This is an optimization exercise on Yosys and OpenROAD, whose aim is a short achievable clock period and few clock cycles per item, not a production implementation. The RTL was checked by simulation tests, not by an equivalence proof against the original design. Power and IR drop assume default switching activity.

## run 1
Design cell_screen, start of the top module:
module cell_screen (
    input  wire               clk,
    input  wire               rst,
    input  wire               tone_we,
    input  wire [7:0]         tone_addr,
    input  wire [11:0]        tone_data,
    input  wire [11:0]        lev1,
    input  wire [11:0]        lev2,
    input  wire [11:0]        lev3,
    input  wire               in_valid,
    output wire               in_ready,
    input  wire [7:0]         in_pix,
    input  wire signed [15:0] in_err,
    input  wire               in_miss,
    input  wire               in_last,
    input  wire signed [15:0] in_inl,
    input  wire signed [15:0] in_inr,
    output wire               out_valid,
    input  wire               out_ready,
    output wire [1:0]         out_level,
    output wire signed [15:0] out_err,
    output wire               out_last,
    output wire signed [15:0] out_el,
    output wire signed [15:0] out_er
);
Size: about 13,000 cells after synthesis, about 170 I/O pins, ~0.21 mm^2 of cells after synthesis.
Settings: LEC_CHECK=0, ABC_CLOCK_PERIOD_IN_PS=3000, CAP_MARGIN=20, CORE_MARGIN=2, CORE_UTILIZATION=60, CTS_CLUSTER_DIAMETER=60, CTS_CLUSTER_SIZE=28, SLEW_MARGIN=20; clock period 20.0 ns.
standard.sh (not shown) runs the stock make flow with config.mk's settings and CLKGATE_MAP_FILE= SYNTH_SCRIPT=/design/flow/synth_recipe.tcl, a recipe that flattens the netlist after the stock synthesis.
==> flow/flow/run.sh <==
#!/bin/bash
# Standard layout, with repair_timing aiming for slack well above 0 so that
# the resizer works on the paths that set the achieved period.
set -euo pipefail
bash standard.sh SETUP_SLACK_MARGIN=15.3 finish > orfs_make.log 2>&1
Testbench counts of run 1, summed over its fixed seeds: cycles 190,376, items 190,272.
#### Input delta (run 2 over run 1)
--- a/flow/config.mk
+++ b/flow/config.mk
@@ -11,4 +11,4 @@
 export CORE_UTILIZATION = 60
-export CTS_CLUSTER_DIAMETER = 60
-export CTS_CLUSTER_SIZE = 28
+export CTS_CLUSTER_DIAMETER = 50
+export CTS_CLUSTER_SIZE = 32
 export SLEW_MARGIN = 20
Notes after the runs:
Sort run 2 and run 1 by routed wire length, descending, and run 2 comes first. Largest voltage drop on the vdd net on run 2 is down relative to run 1. Between run 2 and run 1, clock latency of the later-clocked register in the worst-skew pair is lower for run 1, run 2 comes in above that. Total power of run 2 exceeds that of run 1 by a few percent. Changes observed in run 2 relative to run 1: amount of wire on met3 after detailed routing up 2.5%, fmax down about 1.4%. Run 2 | status: complete | timing, DRC, antenna: pass.
#### Input delta (run 3 over run 2)
--- a/flow/config.mk
+++ b/flow/config.mk
@@ -11,4 +11,5 @@
 export CORE_UTILIZATION = 60
-export CTS_CLUSTER_DIAMETER = 50
-export CTS_CLUSTER_SIZE = 32
+export CTS_CLUSTER_DIAMETER = 60
+export CTS_CLUSTER_SIZE = 24
+export PLACE_DENSITY = 0.75
 export SLEW_MARGIN = 20
Notes after the runs:
Area of all placed cells without fillers, run 3 vs run 2: down by a few percent
From run 2 to run 3 the numbers moved as follows: fraction of the cycle the final worst path needs decreased 0.18 points, setup slack increased 0.037 ns, worst hold slack decreased 0.017 ns, fraction of area in non-clock buffers essentially unchanged, total power decreased 2.6 mW.
Relative to run 2, the post-cts sizing count of run 3 is higher by about 1.5%.
Run 3 has part of the total power dissipated in sequential elements above what run 2 had.
### run 3 -> run 4
--- a/flow/flow/run.sh
+++ b/flow/flow/run.sh
@@ -4,2 +4,2 @@
 set -euo pipefail
-bash standard.sh SETUP_SLACK_MARGIN=15.3 finish > orfs_make.log 2>&1
+bash standard.sh SETUP_SLACK_MARGIN=15.5 finish > orfs_make.log 2>&1
--- a/flow/config.mk
+++ b/flow/config.mk
@@ -10,6 +10,5 @@
 export CORE_MARGIN = 2
-export CORE_UTILIZATION = 60
-export CTS_CLUSTER_DIAMETER = 60
+export CORE_UTILIZATION = 70
+export CTS_CLUSTER_DIAMETER = 50
 export CTS_CLUSTER_SIZE = 24
-export PLACE_DENSITY = 0.75
 export SLEW_MARGIN = 20
## What came out
- Setup slack in run 4 is smaller than in run 3.
- [compare] base=run 3 new=run 4: HPWL reported at the end of detailed placement now larger, total clock buffers created by CTS rose by 28%, via count has increased, largest net degree at the start of global routing up about 80%, area growth from synthesis to final layout climbed 1.9 points.
- Run 3 → run 4: fraction of area in multi-input gates saw a decrease, core utilization now sits higher, clock group share of total power went up by 3.3 points.

==> what the ideal ports hide <==
No port has a modelled driver above. Below, the same layouts with a new extraction and two added sets of constraints. Step 1 assumes that a clkbuf_16 drives the clock port and a buf_2 every other input. Step 2 also shifts input and output timing later by t, the mid clock arrival at the registers, as if the neighbouring blocks saw the same clock. a / b / c = no drivers / after step 1 / after step 2; a / b = the first two.
run	t (ns)	setup slack, ns	worst setup path at the end	worst register clock-pin slew, ns
run 1	1.081	14.555 / 14.446 / 14.208	input to register	0.11 / 0.11
run 2	1.147	14.480 / 14.369 / 14.291	input to register	0.09 / 0.09
run 3	1.091	14.516 / 14.399 / 14.259	input to register	0.09 / 0.09
run 4	1.110	14.483 / 14.363 / 14.541	input to register	0.09 / 0.09
After both steps setup and hold are still met in every run listed. The setup slack of run 1, which loses most, moves by -0.109 ns with the drivers and by -0.347 ns with both steps.
